Context: an optimization exercise on an open-source flow, tuned for small area, a short achievable clock period and few clock cycles per item. The choices shown serve that exercise and are no tape-out recipe.
The RTL was checked by simulation tests, not by an equivalence proof against the original design.
No driver is modelled on the clock port, so clocking that relies on it looks cheaper here than on a real chip.

main:
## d12_keys
module d12_keys (
    input  wire        clk,
    input  wire        rst,         
    input  wire        in_valid,
    output wire        in_ready,
    input  wire [2:0]  in_op,
    input  wire        in_first,    
    input  wire [63:0] in_a,
    input  wire [31:0] in_b,
    input  wire [6:0]  in_n,
    output wire        out_valid,
    input  wire        out_ready,
    output wire [31:0] out_data
);
    reg         sk_valid;
    wire        en = !sk_valid;
    wire        sel_b   = !in_op[2] && !in_op[1];
    wire        sel_rot = !in_op[2] &&  in_op[1];
    wire [31:0] x_in = in_a[31:0] ^ (({32{sel_b}}   & in_b)
                                   | ({32{sel_rot}} & {in_b[24:0], in_b[31:25]}));
    reg         v0;
    reg  [2:0]  op0;
    reg  [31:0] x0;
    reg  [31:0] ahi0;       
    always @(posedge clk) begin
        if (rst)
            v0 <= 1'b0;
        else if (en)
            v0 <= in_valid;
        if (en) begin
            op0    <= in_op;
            x0     <= x_in;
            ahi0   <= in_op[2] ? {24'd0, in_first, in_n} : in_a[63:32];
        end
    end
    wire [31:0] s2;
    d12_mix_a u_mix0a (.h_in(x0), .h_out(s2));
    wire [6:0]  n0     = ahi0[6:0];
    wire        first0 = ahi0[7];
    wire [5:0]  prod_hi;
    d12_partmul u_part (.a(x0), .n(n0[5:0]), .p(prod_hi));
    wire [5:0]  part = n0[6] ? x0[31:26] : prod_hi;
    wire        hok  = ({1'b0, x0[5:0]} < n0);
    reg         v1;
    reg  [31:0] s2_1;
    reg  [31:0] ahi1;
    reg         cnt1;       
  ...
Size in the first run: about 150 I/O pins, roughly 45000 um2 of cells after synthesis.
clock: 34.0 ns
lec_check: 0
cap_margin: 20
core_margin: 2
core_utilization: 60
cts_buf_list: sky130_fd_sc_hd__clkbuf_16
cts_cluster_diameter: 100
cts_cluster_size: 24
slew_margin: 20
standard.sh (not shown) runs the stock make flow with config.mk's settings and CLKGATE_MAP_FILE= SYNTH_SCRIPT=/design/flow/synth_recipe.tcl, a recipe that flattens the netlist after the stock synthesis.
==> flow/flow/run.sh <==
#!/bin/bash
# The standard layout with two changes:
# - the port buffers are sky130_fd_sc_hd__buf_2 instead of the resizer's
#   default choice (a slow delay buffer); every port still gets its own buffer;
# - after the standard synthesis, polar_fix.py removes inverters around the
#   full and half adders and xor gates by choosing which of them work on
#   complemented signals (see polar_fix.py). Registers and all other cells
#   are left as they are.
set -euo pipefail
export BUFFER_PORTS_ARGS="-buffer_cell sky130_fd_sc_hd__buf_2"
R=orfs/results/sky130hd/d12_keys/base
bash standard.sh synth > synth.log 2>&1
cp $R/1_2_yosys.v yosys_standard.v
python3 flow/polar_fix.py $R/1_2_yosys.v > polar.log 2>&1
rm -f $R/1_synth.odb $R/1_synth.sdc
bash standard.sh > standard.log 2>&1
Other scripts of this flow, unchanged in this note and not shown: flow/flow/polar_fix.py
Testbench counts of main, summed over its fixed seeds: cycles 9,680, items 9,600.
--- input diff main..the feature branch ---
--- a/flow/flow/run.sh
+++ b/flow/flow/run.sh
@@ -1,4 +1,4 @@
 #!/bin/bash
-# The standard layout with two changes:
+# The standard layout with these changes:
 # - the port buffers are sky130_fd_sc_hd__buf_2 instead of the resizer's
 #   default choice (a slow delay buffer); every port still gets its own buffer;
@@ -7,5 +7,9 @@
 #   complemented signals (see polar_fix.py). Registers and all other cells
 #   are left as they are.
+# - clock tree synthesis inserts no dummy loads (the same clock_tree_synthesis
+#   arguments as the standard flow builds from config.mk, plus
+#   -dont_use_dummy_load).
 set -euo pipefail
+export CTS_ARGS="-sink_clustering_enable -repair_clock_nets -sink_clustering_size 24 -sink_clustering_max_diameter 100 -buf_list sky130_fd_sc_hd__clkbuf_16 -dont_use_dummy_load"
 export BUFFER_PORTS_ARGS="-buffer_cell sky130_fd_sc_hd__buf_2"
 R=orfs/results/sky130hd/d12_keys/base
Findings:
The feature branch: no failed stages, no open violations at the end. The feature branch vs. main: count of clock-net buffers in the final layout went down by 2; wire length after detailed routing has remained practically unchanged; non-filler instance count after layout fell 23; total global routing track utilization flat. Non-clock buffer count essentially unchanged between the feature branch and main. As far as sequential share of layout area is concerned, main and the feature branch perform about the same. Final critical-path share of the clock period across main and the feature branch: no real change.

==> what the ideal ports hide <==
The flow's constraints put no driver on any port. The routed layouts listed below were extracted and timed again, unchanged, in two steps.
Step 1, drivers: a clkbuf_16 drives clk and a buf_2 each remaining input, both assumed.
Step 2, shift: input delay + t, output delay - t, t = (earliest + latest rising clock arrival at the registers) / 2. This alone moves slack from input paths to output paths.
Slacks: no drivers / after step 1 / after step 2; pairs: no drivers / after step 1.
run	t, ns	setup slack, ns	hold WS [ns]	worst setup path after step 2	latest minus earliest clock arrival (ns)
main	0.696	26.020 / 25.953 / 25.685	0.460 / 0.460 / 0.460	input to register	0.056 / 0.057
the feature branch	0.675	26.021 / 25.952 / 25.657	0.460 / 0.460 / 0.460	input to register	0.107 / 0.108
After both steps every run listed still meets setup and hold. For the feature branch, which loses most, drivers alone change the setup slack by -0.069 ns; drivers and shift together by -0.364 ns.
